What follows belongs to an exercise in optimizing a design on an open flow for small area; a production flow would make more cautious choices. Only simulation tests tie the RTL to the original design; equivalence was not proved. No activity file was given, so power comes from the tool's default toggle rates.

==> inputs of run R <==
==> flow/design.v (excerpt) <==
module hx_gen_chain (
    input  wire               clk,
    input  wire               rst,           
    input  wire               cfg_load,      
    input  wire [1:0]         cfg_order,     
    input  wire [3:0]         cfg_rate,      
    input  wire               mod_valid,
    input  wire signed [3:0]  mod_in,
    output wire               fine_valid,
    output wire signed [73:0] fine_data,
    output wire               fine_h,
    output wire               fine_o,
    output wire               coarse_valid,
    output wire signed [10:0] coarse_data,
    output wire               coarse_o
);
==> module hx_gen_chain, before the edit <==
module hx_gen_chain (
    input  wire               clk,
    input  wire               rst,           
    input  wire               cfg_load,      
    input  wire [1:0]         cfg_order,     
    input  wire [3:0]         cfg_rate,      
    input  wire               mod_valid,
    input  wire signed [3:0]  mod_in,
    output wire               fine_valid,
    output wire signed [73:0] fine_data,
    output wire               fine_h,
    output wire               fine_o,
    output wire               coarse_valid,
    output wire signed [10:0] coarse_data,
    output wire               coarse_o
);
    localparam W = 74;
    reg [1:0] order_q;
    reg [3:0] rate_q;
    wire      cfg_ok = (cfg_order != 2'd3) && (cfg_rate <= 4'd10);
    wire      clear  = rst || (cfg_load && cfg_ok);
    always @(posedge clk) begin
        if (rst) begin
            order_q <= 2'd0;
            rate_q  <= 4'd7;
        end else if (cfg_load && cfg_ok) begin
            order_q <= cfg_order;
            rate_q  <= cfg_rate;
        end
    end
    wire [2:0]  n_ord  = {1'b0, order_q} + 3'd3;
    wire [13:0] r_mask = (14'd1 << (rate_q + 4'd4)) - 14'd1;           
    reg [13:0] phase;      
    reg [3:0]  run_len;    
    reg        run_neg;    
    reg [2:0]  age;        
    reg        pos_ok;     
    reg [2:0]  nblk;       
    reg        c_ovl;      
    wire is_pos = (mod_in == 4'sd7);
    wire is_neg = (mod_in == -4'sd8);
    wire is_ext = is_pos || is_neg;
    wire [3:0] run_next = !is_ext                                 ? 4'd0 :
                          (run_len != 4'd0 && run_neg == is_neg) ?
                              (run_len == 4'd8 ? 4'd8 : run_len + 4'd1) : 4'd1;
    wire ovl_now  = run_next[3];
    wire [13:0] pm      = phase & r_mask;        
    wire blk_first      = (pm == 14'd0);
    wire blk_last       = (pm == r_mask);
    wire pos_ge_n       = (pm >= {11'd0, n_ord} - 14'd1);
    wire [3:0] cpos     = phase[3:0];
    always @(posedge clk) begin
        if (clear) begin
            phase   <= 14'd0;
            run_len <= 4'd0;
            run_neg <= 1'b0;
            age     <= 3'd7;
            pos_ok  <= 1'b0;
            nblk    <= 3'd0;
            c_ovl   <= 1'b0;
        end else if (mod_valid) begin
            phase   <= phase + 14'd1;
            run_len <= run_next;
            run_neg <= is_neg;
            if (ovl_now) begin
                age    <= 3'd0;
                pos_ok <= pos_ge_n;
            end else if (blk_first && age != 3'd7) begin
                age    <= age + 3'd1;
            end
            if (blk_last && nblk != 3'd7)
                nblk <= nblk + 3'd1;
            c_ovl   <= ovl_now || (c_ovl && cpos != 4'd0);
        end
    end
    assign fine_h = (nblk < n_ord);
    assign fine_o = (age <= n_ord - 3'd2) || (age == n_ord - 3'd1 && pos_ok);
    assign coarse_o = c_ovl;
    reg [2:0] q;           
    reg [2:0] zcnt;        
    reg [3:0] xr;          
    reg       pend;        
    reg       ip;          
    reg       dp;          
    reg [2:0] cc;          
    wire st1   = pend && (q == 3'd0);
    wire trig  = dp && ip && (q == n_ord - 3'd1);
    wire zero  = (zcnt != 3'd0);
    wire c_act = (cc != 3'd0) && (cc != 3'd6);
    wire s1    = (cc == 3'd1);
    always @(posedge clk) begin
        if (mod_valid)
            xr <= mod_in;
    end
    always @(posedge clk) begin
        if (rst)
            q <= 3'd0;
        else
            q <= (q == 3'd4) ? 3'd0 : q + 3'd1;
    end
    always @(posedge clk) begin
        if (clear) begin
            zcnt <= 3'd5;
            pend <= 1'b0;
            ip   <= 1'b0;
            dp   <= 1'b0;
            cc   <= 3'd0;
        end else begin
            if (zero)
                zcnt <= zcnt - 3'd1;
            pend <= mod_valid || (pend && !st1);
            ip   <= st1 || (ip && q != 3'd4);
            dp   <= mod_valid ? blk_last : (dp && !trig);
            cc   <= trig ? 3'd1 : (cc == 3'd6 || cc == 3'd0) ? 3'd0 : cc + 3'd1;
        end
    end
    assign fine_valid = (cc == n_ord + 3'd1);
    reg [W-1:0] ir0, ir1, ir2, ir3, ir4;
    wire [W-1:0] ib   = st1 ? {{(W-4){xr[3]}}, xr} : (ip ? ir4 : {W{1'b0}});
    wire [W-1:0] isum = (zero ? {W{1'b0}} : ir0) + ib;
    always @(posedge clk) begin
        ir0 <= ir1;
        ir1 <= ir2;
        ir2 <= ir3;
        ir3 <= ir4;
        ir4 <= isum;
    end
    reg [W-1:0] cr0, cr1, cr2, cr3, cr4;
    reg [W-1:0] y;
    wire [W-1:0] ca = s1 ? ir4 : y;
    always @(posedge clk) begin
        y   <= ca - cr0;
        cr0 <= cr1;
        cr1 <= cr2;
        cr2 <= cr3;
        cr3 <= cr4;
        cr4 <= c_act ? ca : (zero ? {W{1'b0}} : cr0);
    end
    assign fine_data = y;
    reg [3:0]  wc;
    reg        cvp;
    reg [10:0] cacc;
    wire [3:0] wgt = (cpos ^ {4{cpos[3]}}) + 4'd1;
    always @(posedge clk) begin
        if (clear) begin
            wc   <= 4'd0;
            cvp  <= 1'b0;
            cacc <= 11'd0;
        end else begin
            if (mod_valid) begin
                wc  <= wgt;
                cvp <= (cpos == 4'd15);
            end else begin
                if (wc != 4'd0)
                    wc <= wc - 4'd1;
                if (wc == 4'd0)
                    cvp <= 1'b0;
            end
            if (coarse_valid)
                cacc <= 11'd0;
            else if (wc != 4'd0)
                cacc <= cacc + {{7{xr[3]}}, xr};
        end
    end
    assign coarse_valid = cvp && (wc == 4'd0);
    assign coarse_data  = cacc;
endmodule
Settings: LEC_CHECK=0, CAP_MARGIN=20, CORE_MARGIN=2, CORE_UTILIZATION=40, SLEW_MARGIN=20; clock period 10.0 ns.
run.sh (not shown) runs the stock make flow with config.mk's settings and CLKGATE_MAP_FILE= SYNTH_SCRIPT=/design/flow/synth_recipe.tcl, a recipe that flattens the netlist after the stock synthesis.
==> run P: changes against run R <==
--- a/flow/design.v
+++ b/flow/design.v
@@ -16,3 +16,5 @@
 );
-    localparam W = 74;
+    localparam W  = 74;
+    localparam ND = 5;                     
+    localparam DW = (W + ND - 1) / ND;     
     reg [1:0] order_q;
@@ -75,6 +77,7 @@
     end
-    assign fine_h = (nblk < n_ord);
-    assign fine_o = (age <= n_ord - 3'd2) || (age == n_ord - 3'd1 && pos_ok);
+    assign fine_h   = (nblk < n_ord);
+    assign fine_o   = (age <= n_ord - 3'd2) || (age == n_ord - 3'd1 && pos_ok);
     assign coarse_o = c_ovl;
     reg [2:0] q;           
+    reg [1:0] cq;          
     reg [2:0] zcnt;        
@@ -83,9 +86,13 @@
     reg       ip;          
-    reg       dp;          
-    reg [2:0] cc;          
+    reg       dfirst;      
+    reg       dlast;       
+    reg       c_out;       
+    reg [2:0] cm;          
+    reg [2:0] cn;          
+    localparam CM_IDLE = 3'd0, CM_WAIT = 3'd1, CM_UPD = 3'd2, CM_GAP = 3'd3, CM_PRE = 3'd4;
     wire st1   = pend && (q == 3'd0);
-    wire trig  = dp && ip && (q == n_ord - 3'd1);
+    wire at_n  = ip && (q == n_ord - 3'd1);
+    wire trig  = dlast && at_n;
     wire zero  = (zcnt != 3'd0);
-    wire c_act = (cc != 3'd0) && (cc != 3'd6);
-    wire s1    = (cc == 3'd1);
+    wire [1:0] upd_cq = 2'd0 - n_ord[1:0];        
     always @(posedge clk) begin
@@ -95,6 +102,9 @@
     always @(posedge clk) begin
-        if (rst)
-            q <= 3'd0;
-        else
-            q <= (q == 3'd4) ? 3'd0 : q + 3'd1;
+        if (rst) begin
+            q  <= 3'd0;
+            cq <= 2'd0;
+        end else begin
+            q  <= (q == 3'd4) ? 3'd0 : q + 3'd1;
+            cq <= cq + 2'd1;
+        end
     end
@@ -102,7 +112,10 @@
         if (clear) begin
-            zcnt <= 3'd5;
-            pend <= 1'b0;
-            ip   <= 1'b0;
-            dp   <= 1'b0;
-            cc   <= 3'd0;
+            zcnt   <= 3'd5;
+            pend   <= 1'b0;
+            ip     <= 1'b0;
+            dfirst <= 1'b0;
+            dlast  <= 1'b0;
+            c_out  <= 1'b0;
+            cm     <= CM_IDLE;
+            cn     <= 3'd0;
         end else begin
@@ -110,12 +123,87 @@
                 zcnt <= zcnt - 3'd1;
-            pend <= mod_valid || (pend && !st1);
-            ip   <= st1 || (ip && q != 3'd4);
-            dp   <= mod_valid ? blk_last : (dp && !trig);
-            cc   <= trig ? 3'd1 : (cc == 3'd6 || cc == 3'd0) ? 3'd0 : cc + 3'd1;
-        end
-    end
-    assign fine_valid = (cc == n_ord + 3'd1);
-    reg [W-1:0] ir0, ir1, ir2, ir3, ir4;
-    wire [W-1:0] ib   = st1 ? {{(W-4){xr[3]}}, xr} : (ip ? ir4 : {W{1'b0}});
-    wire [W-1:0] isum = (zero ? {W{1'b0}} : ir0) + ib;
+            pend   <= mod_valid || (pend && !st1);
+            ip     <= st1 || (ip && q != 3'd4);
+            if (mod_valid) begin
+                dfirst <= blk_first;
+                dlast  <= blk_last;
+            end else if (trig) begin
+                dlast  <= 1'b0;
+            end
+            c_out  <= trig;
+            case (cm)
+                CM_IDLE: if (c_out) begin cm <= CM_WAIT; cn <= ND[2:0]; end
+                CM_WAIT: if (cn != 3'd0) cn <= cn - 3'd1;
+                         else if (cq == upd_cq) begin cm <= CM_UPD; cn <= n_ord - 3'd2; end
+                CM_UPD:  if (cn != 3'd0) cn <= cn - 3'd1;
+                         else begin cm <= CM_GAP; cn <= 3'd2; end
+                CM_GAP:  if (cn != 3'd0) cn <= cn - 3'd1;
+                         else begin cm <= CM_PRE; cn <= 3'd4; end
+                CM_PRE:  if (cn != 3'd0) cn <= cn - 3'd1;
+                         else cm <= CM_IDLE;
+                default: cm <= CM_IDLE;
+            endcase
+        end
+    end
+    wire c_upd = (cm == CM_UPD);
+    wire c_pre = (cm == CM_PRE);
+    localparam NC = 7;
+    wire [NC-1:0] ctl0 = {st1, ip, zero || (at_n && dfirst), c_out, c_upd, c_pre, zero};
+    reg  [NC-1:0] ctl_d [1:ND];
+    integer k;
+    always @(posedge clk) begin
+        ctl_d[1] <= ctl0;
+        for (k = 2; k <= ND; k = k + 1)
+            ctl_d[k] <= ctl_d[k-1];
+        if (clear)                       
+            for (k = 1; k <= ND; k = k + 1)
+                ctl_d[k][3] <= 1'b0;
+    end
+    assign fine_valid = ctl_d[ND][3];
+    reg  [W-1:0] ir0, ir1, ir2, ir3, ir4;      
+    reg  [W-1:0] cr0, cr1, cr2, cr3;           
+    reg  [W-1:0] y;                            
+    wire [W-1:0] isum, csum;
+    wire [W-1:0] cw;                           
+    wire [ND-1:0] ico, cco;                    
+    wire [W-1:0] xs = {{(W-4){xr[3]}}, xr};
+    genvar j, b;
+    generate
+        for (j = 0; j < ND; j = j + 1) begin : dg
+            localparam LO = j * DW;
+            localparam HI = (j == ND - 1) ? W - 1 : j * DW + DW - 1;
+            localparam WD = HI - LO + 1;
+            wire [NC-1:0] ctl = (j == 0) ? ctl0 : ctl_d[j];
+            wire i_x = ctl[6], i_r = ctl[5], i_z = ctl[4];
+            wire o_o = ctl[3], o_u = ctl[2], o_p = ctl[1], o_z = ctl[0];
+            wire [WD-1:0] ia = i_z ? {WD{1'b0}} : ir0[HI:LO];
+            wire [WD-1:0] ib = i_x ? xs[HI:LO] : (i_r ? ir4[HI:LO] : {WD{1'b0}});
+            wire [WD:0]   ic;
+            wire [WD-1:0] ca = o_o ? ir4[HI:LO] :
+                               o_u ? cr0[HI:LO] :
+                               o_p ? ~cr0[HI:LO] : {WD{1'b0}};
+            wire [WD-1:0] cb = o_z ? {WD{1'b0}} : y[HI:LO];
+            wire [WD:0]   cc;
+            if (j == 0) begin : c0
+                assign ic[0] = 1'b0;
+                assign cc[0] = o_p;
+            end else begin : cj
+                reg icr, ccr;
+                always @(posedge clk) begin
+                    icr <= ico[j-1];
+                    ccr <= cco[j-1];
+                end
+                assign ic[0] = icr;
+                assign cc[0] = ccr;
+            end
+            for (b = 0; b < WD; b = b + 1) begin : bt
+                assign isum[LO+b]  = ia[b] ^ ib[b] ^ ic[b];
+                assign ic[b+1]     = (ia[b] & ib[b]) | (ia[b] & ic[b]) | (ib[b] & ic[b]);
+                assign csum[LO+b]  = ca[b] ^ cb[b] ^ cc[b];
+                assign cc[b+1]     = (ca[b] & cb[b]) | (ca[b] & cc[b]) | (cb[b] & cc[b]);
+            end
+            assign ico[j] = ic[WD];
+            assign cco[j] = cc[WD];
+            assign cw[HI:LO] = o_u ? csum[HI:LO] : (o_z ? {WD{1'b0}} : cr0[HI:LO]);
+        end
+    endgenerate
     always @(posedge clk) begin
@@ -126,8 +214,2 @@
         ir4 <= isum;
-    end
-    reg [W-1:0] cr0, cr1, cr2, cr3, cr4;
-    reg [W-1:0] y;
-    wire [W-1:0] ca = s1 ? ir4 : y;
-    always @(posedge clk) begin
-        y   <= ca - cr0;
         cr0 <= cr1;
@@ -135,4 +217,4 @@
         cr2 <= cr3;
-        cr3 <= cr4;
-        cr4 <= c_act ? ca : (zero ? {W{1'b0}} : cr0);
+        cr3 <= cw;
+        y   <= csum;
     end
==> summary.txt <==
	run R	run P
Vias after detailed routing	21220	15910
Clock Skew	0.04549 ns	0.03021 ns
Number of core rows	105	96
Switching power summed over all nets	3.055 mW	1.472 mW
Internal power	7.093 mW	5.322 mW
Run status	timing/DRC/antenna clean	timing/DRC/antenna clean
Slack of the critical path	4.592 ns	1.466 ns
Chip height	290.8 um	267.0 um
Fraction of layout cells with a size suffix above 1	10.34%	6.926%
Portion of netlist area occupied by mux cells	5.197%	0.3979%
Final Wtd Congestion	0.8590	0.8433
Clock Power Share	34.7%	44.5%
Final std cell area, no fill	0.03805 mm2	0.03228 mm2
Clk sinks	879	849
Yosys reg bits	879	849
Non-clk buf share	2.887%	3.589%
Area of the multi-input gates	0.01418 mm2	0.009965 mm2
Power in combinational cells	2.64 mW	232 uW
Avg Vias per Cell	4.881	4.680
Number of placed instances with taps included	4191	3253
Combinational share of power	26.0%	3.4%
Clock Latency Late Sink	0.66 ns	0.64 ns
Dpl hpwl	49.21 mm	35.79 mm
Number of combinational gates with multiple inputs	1965	1283
Highest routing layer actually used	met5	met4
Register fraction of the total cell area	46.35%	52.77%

-- static timing again, ports no longer ideal --
The results above use ideal ports. As a check the final layouts listed here were re-extracted and re-timed, cells and wires unchanged. Step 1 sets driving cells, clkbuf_16 on the clock port and buf_2 on the other inputs (assumed; they add their load-dependent delay and slew). Step 2 moves the port delays by t, midway between the first and last clock arrival at a register: inputs arrive t later, outputs are due t later. That takes back most of the time a late clock gives input paths. a / b / c = ideal / step 1 / step 2; a / b = the first two.
run	shift t [ns]	slack for setup (ns)	hold WS [ns]	worst setup path at the end
run R	0.698	4.592 / 4.527 / 4.678	0.293 / 0.293 / 0.293	register to register
run P	0.680	1.466 / 1.466 / 1.466	0.316 / 0.316 / 0.316	register to register
After both steps setup and hold are still met in every run listed.
